From an optimization exercise on the open Yosys and OpenROAD flow, aimed at small area, a short achievable clock period and few clock cycles per item; shortcuts taken in it are not production practice.
Only simulation tests tie the RTL to the original design; equivalence was not proved.

## flow/design.v (module list and top-level ports; edited modules follow where they fit)
// module cymal_xu: 1195 lines
module cymal_xu (
    input             clk,
    input             rst,
    input             in_valid,
    output            in_ready,
    input      [31:0] in_insn,
    input      [31:0] in_a,
    input      [31:0] in_b,
    input      [31:0] in_c,
    output reg        out_valid,
    output reg  [1:0] out_cause,
    output reg        out_wr0,
    output reg        out_wr1,
    output reg [31:0] out_data0,
    output reg [31:0] out_data1
);
  // ...
==> flow/flow/run.sh <==
#!/bin/bash
# Standard layout, with the timing repair steps aiming for a clock period of
# about 6.5 ns instead of stopping once the 26 ns constraint is met.
set -euo pipefail
bash standard.sh SETUP_SLACK_MARGIN=19.5 finish > standard_flow.log 2>&1
==> flow/standard.sh <==
#!/bin/bash
# synth_recipe.tcl (not shown) runs the flow's synth.tcl, then flattens the netlist and writes it again
# the make line also repeats each setting of config.mk as NAME=value (left out here)
make -C /OpenROAD-flow-scripts/flow DESIGN_CONFIG=/design/flow/config.mk WORK_HOME=/design/flow/orfs CLKGATE_MAP_FILE= SYNTH_SCRIPT=/design/flow/synth_recipe.tcl "${@:-finish}"
==> flow/config.mk <==
export PLATFORM = sky130hd
export DESIGN_NAME = cymal_xu
export DESIGN_NICKNAME = cymal_xu
export VERILOG_FILES = /design/flow/design.v
export SDC_FILE = /design/flow/constraint.sdc
export NUM_CORES = 4
export LEC_CHECK = 0
export ABC_AREA = 1
export CAP_MARGIN = 20
export CORE_MARGIN = 2
export CORE_UTILIZATION = 35
export PLACE_DENSITY = 0.5
export SLEW_MARGIN = 20
export TNS_END_PERCENT = 10
==> flow/constraint.sdc <==
create_clock -name core_clock -period 26.0 [get_ports {clk}]
set_input_delay 5.2000 -clock core_clock [delete_from_list [all_inputs] [get_ports {clk}]]
set_output_delay 5.2000 -clock core_clock [all_outputs]
set_load 0.01 [all_outputs]
==> flow_summary.toml, run 1 <==
[run_status]
status = "no timing/DRC/antenna violations"

[synth]
ys_warn_count = 1
synth_area_leader_cell = "nand2_1"
yosysMostFrequentCell = "nand2_1"
syn-num-nets = 9525
synth_area_leaders = "nand2_1 15%, fa_1 10%, xor2_1 8.4%, dfxtp_1 8.0%, inv_1 7.4%"
netlist_instances = 8882

[finish]
num-multi-input-gates = 6937
syn_to_final_growth_pct = 20.3
fin_util_pct = 42.3
buffers = 615
reg_top3 = "dv_d x33, e2_ma x33"
layout_commonest_cell = "nand2_1"
multi_input_area_um2 = 44600

[placed_design]
place_area_um2 = 61900
port_buffers = 196

[grt]
antenna_found_initial = 16
grt_pass1_vias = 60758
grt_use_met2_pct = 55.7
grtUsageMet1_pct = 47.3

[drt]
ant_nets = 0

[timing]
setup_ws_ns = 19.19
slew_headroom_pct = 12.4
maxSlewViolCount = 0
tns_ns = 0
fin_worst_skew_ns = 0.0703
min_period_ns = 6.81

[critical_path]
crit_cells = 16
slowest_stage = "o21ai_4"
critical_path_class = "primary input to register"
cp_data_required_time_ns = 26.37
r2r_cells = 28
crit_top_cell = "nor2_4"

[floorplanning]
die_h_um = 408
ios = 201
coreArea_um2 = 162000

[clocking]
tritoncts = "built"
h-tree-depth = 2

[worst_hold_path]
hold_start = "e2_cause[1]$_DFF_P_"
Testbench counts, summed over its fixed seeds: cycles 85,275, insns 80,000.
==> inputs of run 2 (changes only) <==
--- a/flow/design.v
+++ b/flow/design.v
@@ -107,16 +107,17 @@
     reg         s1_xa, s1_xb;
     reg   [6:0] s1_ys;
     reg         s1_mul, s1_div;
     reg         s1_mulh, s1_muli;    
     reg         s1_divs;             
     reg   [7:0] s1_bone, s1_btwo, s1_bneg;    
     assign in_ready = rdy;
     wire accept = in_valid & rdy;
+    wire in_mulh = !in_insn[31] && in_insn[30:25] == 6'h00 && in_insn[5:0] == O_MULH;
     wire [16:0] in_mbx = {(!in_insn[31] && in_insn[30:25] == 6'h0F) ? {in_insn[14], in_insn[14:0]} : in_b[15:0], 1'b0};
     integer bj;
     wire        is_short = s1_i[31];
     wire  [5:0] op       = s1_i[30:25];
     wire  [5:0] fn       = s1_i[5:0];
     wire  [4:0] sop      = s1_i[14:10];
     reg  [1:0] d_cause;
     always @* begin
@@ -345,49 +346,49 @@
         endcase
     end
     reg         e2_v;
     reg   [1:0] e2_cause;
     reg         e2_wr0, e2_wr1;
     reg  [31:0] e2_res;      
     reg         e2_mul;      
     reg         e2_mlo;      
-    reg  [32:0] e2_ma;       
-    reg   [8:0] e2_one, e2_two, e2_neg;    
+    reg  [32:0] t_a;         
+    reg   [8:0] t_one, t_two, t_neg;       
+    reg  [32:0] t_acc;       
     reg         e2_mp;       
-    reg  [16:0] e2_p1h;      
     wire [31:0] my     = s1_muli ? {{17{imm15[14]}}, imm15} : s1_b;
     wire [32:0] ma1    = {s1_mulh & s1_a[31], s1_a};
     wire [33:0] mb1    = {{2{s1_mulh & my[31]}}, my};
     wire        mpass  = e2_mp;
-    wire [32:0] ma     = mpass ? e2_ma : ma1;
+    wire [32:0] ma     = t_a;
     function [2:0] booth(input [2:0] t);
         booth = {t[1] ^ t[0], (t[2] & ~t[1] & ~t[0]) | (~t[2] & t[1] & t[0]), t[2]};
     endfunction
     reg   [8:0] d1_one, d1_two, d1_neg;      
     reg   [8:0] d2_one, d2_two, d2_neg;      
     reg  [314:0] pp;
     reg    [8:0] pneg;
     reg          b_one, b_two;
     integer j;
     always @* begin
         for (j = 0; j < 9; j = j + 1) begin
             {d1_one[j], d1_two[j], d1_neg[j]} = (j == 8) ? 3'b000 : {s1_bone[j], s1_btwo[j], s1_bneg[j]};
             {d2_one[j], d2_two[j], d2_neg[j]} = booth(mb1[15 + 2*j +: 3]);
         end
         for (j = 0; j < 9; j = j + 1) begin
-            b_one   = mpass ? e2_one[j] : d1_one[j];
-            b_two   = mpass ? e2_two[j] : d1_two[j];
-            pneg[j] = mpass ? e2_neg[j] : d1_neg[j];
+            b_one   = t_one[j];
+            b_two   = t_two[j];
+            pneg[j] = t_neg[j];
             pp[35*j +: 35] = ({35{b_one}} & {ma[32], ma[32], ma} | {35{b_two}} & {ma[32], ma, 1'b0}) ^
                              {35{pneg[j]}};
             pp[35*j + 34]  = ~pp[35*j + 34];
         end
     end
-    wire [49:0] macc_in = mpass ? {{17{e2_p1h[16]}}, e2_p1h, e2_res[31:16]} : 50'd0;
+    wire [49:0] macc_in = {{17{t_acc[32]}}, t_acc};
     wire [49:0] mres;
     wire mt1 = pp[14] ^ pp[47];
     wire mt2 = pp[14] & pp[47];
     wire mt3 = pp[15] ^ pp[48];
     wire mt4 = pp[15] & pp[48];
     wire mt5 = pp[16] ^ pp[49] ^ pp[82];
     wire mt6 = (pp[16] & pp[49]) | (pp[16] & pp[82]) | (pp[49] & pp[82]);
     wire mt7 = pp[115] ^ pp[148];
@@ -1149,21 +1150,37 @@
         end
     end
     always @(posedge clk) begin
         e2_cause <= d_cause;
         e2_wr0   <= d_ok && (d_op != O_NOP);
         e2_wr1   <= e1_div;
         e2_mul   <= s1_mul;
         e2_mlo   <= (d_op == O_MUL);
-        e2_ma    <= e1_div ? {1'b0, s1_a} : ma1;     
-        e2_one   <= d2_one;
-        e2_two   <= d2_two;
-        e2_neg   <= d2_neg;
-        e2_p1h   <= mres[48:32];
+    end
+    always @(posedge clk) begin
+        if (e1_go && s1_mul) begin
+            t_a   <= ma1;
+            t_one <= d2_one;
+            t_two <= d2_two;
+            t_neg <= d2_neg;
+            t_acc <= mres[48:16];
+        end else if (s1_v && s1_mul) begin
+            t_a   <= ma1;
+            t_one <= d1_one;
+            t_two <= d1_two;
+            t_neg <= d1_neg;
+            t_acc <= 33'd0;
+        end else begin
+            t_a   <= {in_mulh & in_a[31], in_a};
+            for (bj = 0; bj < 8; bj = bj + 1)
+                {t_one[bj], t_two[bj], t_neg[bj]} <= booth(in_mbx[2*bj +: 3]);
+            {t_one[8], t_two[8], t_neg[8]} <= 3'b000;
+            t_acc <= 33'd0;
+        end
         e2_res   <= s1_mul ? mres[31:0] : e1_div ? {32{dv_yz}} : alu_r;
     end
     always @(posedge clk) begin
         if (busy) begin
             dv_cnt   <= dv_cnt - 4'd1;
             dv_d     <= {2'b0, dv_d[32:2]};
             dv_first <= 1'b0;
             dv_nph   <= (dv_cnt == 4'd0);
@@ -1184,12 +1201,12 @@
             out_data0 <= dv_nph ? q_fin[31:0] : q_next;
             out_data1 <= dv_nph ? r_fin[31:0] : r_next;
         end else begin
             out_cause <= e2_cause;
             out_wr0   <= e2_wr0;
             out_wr1   <= e2_wr1;
             out_data0 <= !e2_mul ? e2_res :
                          e2_mlo  ? {mres[15:0], e2_res[15:0]} : mres[47:16];
-            out_data1 <= e1_div ? x_mag : e2_ma[31:0];
+            if (e1_div) out_data1 <= dv_none ? s1_a : x_mag;
         end
     end
 endmodule
==> flow/config.mk (replaced) <==
export PLATFORM = sky130hd
export DESIGN_NAME = cymal_xu
export DESIGN_NICKNAME = cymal_xu
export VERILOG_FILES = /design/flow/design.v
export SDC_FILE = /design/flow/constraint.sdc
export NUM_CORES = 4
export LEC_CHECK = 0
export ABC_AREA = 1
export CAP_MARGIN = 20
export CORE_MARGIN = 2
export CORE_UTILIZATION = 45
export PLACE_DENSITY = 0.6
export SLEW_MARGIN = 20
export TNS_END_PERCENT = 10
==> run 2 against run 1 <==
  * Still clean
  * Global-route usage rose by 6.1 points
  * Core utilization up 9.0 points
  * Flip-flop and latch count grew 16
  * Sequential share of layout area is 1.5 points higher
  * Cell count shrank 4.6%
  * Fmax fell by 1.5%
  * Cell area down 4.6%
  * Die area down 21%
  * Critical path type is now register to register
==> flow_summary.toml, run 2 <==
[critical_path]
slowest_stage = "fa_1"
critical_path.startpoint_type = "register"
critical_path_class = "register to register"
cp_max_fo = 5
ff2ff_setup_slack_ns = 19.09
timing.rr.start = "s1_a[11]$_DFFE_PP_"
timing.rr.end = "e2_res[4]$_DFF_P_"
crit_top_cell = "fa_1"
max_stage_delay_ns = 0.59
r2r_cells = 29
cp-startpoint = "s1_a[11]$_DFFE_PP_"
crit_end = "e2_res[4]$_DFF_P_"
cp_data_required_time_ns = 26.47
end_kind = "register"
cp.arrival_ns = 7.38

[grt]
grt_usage_pct = 41.9
grt_pass1_wl_um = 409000
antenna_found_initial = 11
grt_max_degree = 77
overflow = 0
grt_pass1_vias = 60631

[finish]
syn_to_final_growth_pct = 13.2
fin_util_pct = 51.3
reg_top3 = "dv_d x33, t_a x33, t_acc x33"
nets = 9787
layout_common_cells = "2166 x nand2_1, 1105 x inv_1, 732 x nor2_1"
drive_gt1_share_pct = 8.52
layout_commonest_cell = "nand2_1"

[synth]
synth_area_leader_cell = "nand2_1"
synth_area_um2 = 57900
yosysMostFrequentCell = "nand2_1"
synth_commonest_cells = "2193 x nand2_1, 1129 x inv_1, 761 x nor2_1"
synth_area_leaders = "nand2_1 14%, fa_1 10%, edfxtp_1 8.9%, xor2_1 8.2%, inv_1 7.3%"
netlist_instances = 9001
synth-async-reset-ratio_pct = 0
syn-num-nets = 9641
syn_avg_cell_area_um2 = 6.43
synth_flop_cell = "dfxtp_1"
synth_top_area_share_pct = 14.2
ys_warn_count = 1
ys_types = 78
ys_seq_area_share_pct = 16.2
synth-edff-count = 171
synth-seq-cells = 382

[drt]
ant_nets = 0
drt_wl_total_um = 289000
post_drt_wl_per_cell_um = 26.6
routed_via_density = 6.13
drtIter0Drc = 8858
route.detailed.drc = 0
vias = 66481
first_pass_iters = 9

[floorplanning]
die_area_um2 = 132000
ios = 201
start_util_pct = 45.4
coreArea_um2 = 128000
dieWidth_um = 363
fp-row-count = 131
die_h_um = 363

[timing]
fin_worst_skew_ns = 0.0476
maxClockFrequency_mhz = 145
tns_ns = 0
hold_viol = 0
fin_crit_sh_pct = 26.6
setup-violations-final = 0
slew_headroom_pct = 11.2
maxSlewViolCount = 0
grt_setup_unrepaired = "yes"
min_period_ns = 6.91
tightest_slew_ns = 1.32

[clocking]
tritoncts = "built"
h-tree-depth = 2
clkTransAtPathRegs_ns = 0.06
clock-sinks = 382
cts-root-buf = "clkbuf_16"
clock_path_buffers = 3
cts_inserted_buffers = 45
clkLatencyLatePin_ns = 0.63

[run_status]
status = "no timing/DRC/antenna violations"

[job]
cap_violations = 0

[placed_design]
place.gp.congestion = 1.05
port_buffers = 196
place_hpwl_um = 218000

[worst_hold_path]
hold_class = "register to register"
==> run 2: worst min-delay path by stage <==
stage / startpoint / endpoint / slack (ns) / cells past startpoint
2_1_floorplan: e2_cause[0]$_DFF_P_ / out_cause[0]$_SDFF_PP0_ / 0.39 / 2
3_3_place_gp: s1_mulh$_DFFE_PP_ / t_one[8]$_SDFF_PN0_ / 0.43 / 1
3_5_place_dp: s1_mulh$_DFFE_PP_ / t_one[8]$_SDFF_PN0_ / 0.43 / 1
4_1_cts: s1_mulh$_DFFE_PP_ / t_one[8]$_SDFF_PN0_ / 0.44 / 1
5_1_grt: s1_mulh$_DFFE_PP_ / t_one[8]$_SDFF_PN0_ / 0.47 / 1
6_report: s1_mulh$_DFFE_PP_ / t_one[8]$_SDFF_PN0_ / 0.44 / 1
==> run 2: cell type report <==
type	count	area, µm²
Timing Repair Buffer	496	4520
Antenna cell	5	12.5
Clock inverter	26	220
Multi-Input combinational cell	7002	43200
Tap cell	1662	2080
Inverter	1213	4740
Clock buffer	57	1290
Fill cell	13175	62100
Sequential cell	382	9390
Timing Repair inverter	7	56.3
==> run 2: routing by layer <==
| metal | share of wire, % | global-route usage [%] |
|---|---|---|
| met5 | 0.0093 | 0 |
| met4 | 6.7 | 23.5 |
| met3 | 11 | 9.67 |
| met2 | 43 | 64.3 |
| met1 | 40 | 54.1 |
==> run 2: worst max-delay path, delay by kind of cell (launching register included) <==
family                     cells  cell delay (ns)
and+or+nand+nor                7             0.75
adders and majority gates      8             3.71
buffers and inverters          8             0.83
AOI/OAI and AO/OA              5             0.84
DFF                            1             0.41
xor gates and xnor gates       1             0.17
==> run 2: through the flow <==
step	cells	setup WS, ns	instance area [µm²]	hold slack, ns
finish	10850	19.09	65500	0.438
global route	10846	18.93	65500	0.474
CTS	10771	19.24	64200	0.442
detailed placement	10604	17.40	61600	0.431
global placement	10604	17.47	61600	0.426
floorplan	9001	19.08	58000	0.388
==> run 2: logic make-up after synthesis <==
| group | count (synthesis) | synth area share, % |
|---|---|---|
| xor gates and xnor gates | 684 | 10.5 |
| buffers and inverters | 1623 | 10.8 |
| and+or+nand+nor | 3872 | 27.9 |
| AOI/OAI and AO/OA | 1903 | 19.3 |
| adders and majority gates | 509 | 14.8 |
| muxes | 28 | 0.484 |
| DFF | 382 | 16.2 |
==> run 2: what timing repair did <==
item                                    CTS  global route
setup buffers                            77            58
resized for setup                       218           169
endpoints found under the setup margin  266           255
pin swaps                                20            47
gates cloned                              7            14
hold buffers                              0             0
Testbench counts of run 2, summed over its fixed seeds: cycles 85,275, insns 80,000.
==> inputs of run 3 (changes only) <==
==> flow/flow/run.sh (replaced) <==
#!/bin/bash
# Standard layout, with the timing repair steps aiming for a clock period of
# about 7 ns instead of stopping once the 26 ns constraint is met.
set -euo pipefail
bash standard.sh SETUP_SLACK_MARGIN=19 finish > standard_flow.log 2>&1
==> run 3 against run 2 <==
  * Worst hold slack worse by 0.019 ns
  * Critical path type is now register to output pin
  * Clock skew down 0.0020 ns
  * Synthesized cell count unchanged
  * Flip-flop and latch count unchanged
==> flow_summary.toml, run 3 <==
[timing]
setup-violations-final = 0
min_period_ns = 7.09
tightest_slew_ns = 1.23
maxClockFrequency_mhz = 141
slew_headroom_pct = 17.6
fin_hold_ws_ns = 0.419
grt_setup_unrepaired = "yes"
tns_ns = 0
fin_worst_skew_ns = 0.0456
hold_viol = 0
maxSlewViolCount = 0
fin_crit_sh_pct = 27.3

[drt]
ant_nets = 0
vias = 65751
post_drt_wl_per_cell_um = 26.4
first_pass_iters = 10
drtIter0Drc = 8414
routed_via_density = 6.10
drt_wl_total_um = 284000
route.detailed.drc = 0

[floorplanning]
dieWidth_um = 363
die_h_um = 363
start_util_pct = 45.4
die_area_um2 = 132000
coreArea_um2 = 128000
fp-row-count = 131
ios = 201

[synth]
ys_warn_count = 1
synth-seq-cells = 382
yosysMostFrequentCell = "nand2_1"
netlist_instances = 9001
synth_top_area_share_pct = 14.2
synth_area_um2 = 57900
syn-num-nets = 9641
synth_area_leaders = "nand2_1 14%, fa_1 10%, edfxtp_1 8.9%, xor2_1 8.2%, inv_1 7.3%"
synth-edff-count = 171
synth_commonest_cells = "2193 x nand2_1, 1129 x inv_1, 761 x nor2_1"
ys_types = 78
synth-async-reset-ratio_pct = 0
synth_flop_cell = "dfxtp_1"
synth_area_leader_cell = "nand2_1"
ys_seq_area_share_pct = 16.2
syn_avg_cell_area_um2 = 6.43

[critical_path]
critical_path_class = "register to output pin"
cp_data_required_time_ns = 20.80
cp_max_fo = 3
max_stage_delay_ns = 0.64
slowest_stage = "clkdlybuf4s50_1"
crit_buf_inv = 1
critical_path.startpoint_type = "register"
worstPathCellList = "clkdlybuf4s50_1"
critPathTopFamily = "buffers and inverters"
cp.arrival_ns = 1.89
end_kind = "output pin"

[finish]
drive_gt1_share_pct = 6.90
layout_common_cells = "2178 x nand2_1, 1109 x inv_1, 746 x nor2_1"
nets = 9713
final.fill_count = 13296
reg_top3 = "dv_d x33, t_a x33, t_acc x33"
syn_to_final_growth_pct = 11.5
layout_commonest_cell = "nand2_1"

[grt]
antenna_found_initial = 7
grt_pass1_wl_um = 404000
grt_usage_pct = 41.3
overflow = 0
grt_max_degree = 92
grt_pass1_vias = 60311

[clocking]
clock-sinks = 382
cts-root-buf = "clkbuf_16"
h-tree-depth = 2
clkTransAtPathRegs_ns = 0.06
tritoncts = "built"
cts_inserted_buffers = 46
clock_path_buffers = 3
clkLatencyLatePin_ns = 0.65

[run_status]
status = "no timing/DRC/antenna violations"

[placed_design]
place_hpwl_um = 219000
place.gp.congestion = 1.04
port_buffers = 196

[worst_hold_path]
hold_class = "register to register"

[job]
cap_violations = 0
-- run 3: cell counts after synthesis --
Identical to the previous run, type by type.
-- run 3: path summary, 6_finish.rpt --
kind                    endpoint             startpoint  slack (ns)  cells after the start
max                out_data0[28]  out_data0[28]$_DFF_P_       18.91                      1
min          t_one[8]$_SDFF_PN0_      s1_mulh$_DFFE_PP_        0.42                      1
max reg2reg   e2_res[18]$_DFF_P_     s1_ys[0]$_DFFE_PP_       18.94                     25
min reg2reg  t_one[8]$_SDFF_PN0_      s1_mulh$_DFFE_PP_        0.42                      1
-- run 3: area by class of cell --
cell class,instances,area [µm²],area share (%)
multi-input combinational,6998,42800,66.3
sequential,382,9370,14.5
inverter,1213,4670,7.23
timing repair buffer,427,4010,6.21
tap,1662,2080,3.22
clock buffer,55,1260,1.95
clock inverter,30,337,0.521
timing repair inverter,5,32.5,0.0504
antenna,4,10.0,0.0155
-- run 3: timing repair --
item | in CTS | in global routing
endpoints found under the setup margin | 155 | 178
buffers inserted | 19 | 52
cloned | 2 | 12
pin swaps | 3 | 30
hold buffers | 0 | 0
resized for setup | 66 | 136
-- run 3: metrics by stage --
stage | utilization (%) | cells | setup WS, ns | instance area (µm²)
after floorplan | - | 9001 | 18.95 | 57900
after global placement | 48.2 | 10602 | 17.16 | 61500
after detailed placement | 48.2 | 10602 | 17.15 | 61500
after CTS | 49.7 | 10708 | 18.78 | 63500
after global routing | 50.6 | 10773 | 18.82 | 64600
final | 50.6 | 10776 | 18.91 | 64600
-- run 3: layer usage --
layer | wire length (µm) | GRT usage, %
met5 | 21 | 0
met2 | 120000 | 62.7
met1 | 113000 | 54.1
met3 | 30900 | 9.19
met4 | 19600 | 23.5
-- run 3: logic make-up after synthesis --
group	count (synthesis)	synth area share, %
AOI/OAI and AO/OA	1903	19.3
xor gates and xnor gates	684	10.5
adders and majority gates	509	14.8
buffers and inverters	1623	10.8
DFF	382	16.2
muxes	28	0.484
and+or+nand+nor	3872	27.9

## static timing again, ports no longer ideal
Ports are ideal in the flow. The routed layouts listed here were re-timed in OpenROAD.
Step 1 (the two cells are an assumption about what drives the block):
set clk [get_ports {clk}]
set_driving_cell -lib_cell sky130_fd_sc_hd__clkbuf_16 $clk
set_driving_cell -lib_cell sky130_fd_sc_hd__buf_2 [delete_from_list [all_inputs] $clk]
Step 2 adds t to the input delays and takes it off the output delays; t is the mean of the earliest and latest rising clock arrival at the registers after step 1. Input paths then give back, and output paths get back, about the clock's delay inside the block.
Slacks: ideal ports / drivers / drivers and shift; pairs: ideal ports / drivers.
run | shift t [ns] | slack for setup (ns) | worst setup path at the end | worst slew at a driven data input, ns
run 1 | 0.736 | 19.191 / 19.213 / 18.477 | input to register | 0.11
run 2 | 0.678 | 19.086 / 19.086 / 18.512 | input to register | 0.11
run 3 | 0.692 | 18.914 / 18.845 / 18.353 | input to register | 0.11
After both steps setup and hold are still met in every run listed. The setup slack of run 1, which loses most, moves by +0.022 ns with the drivers and by -0.714 ns with both steps.
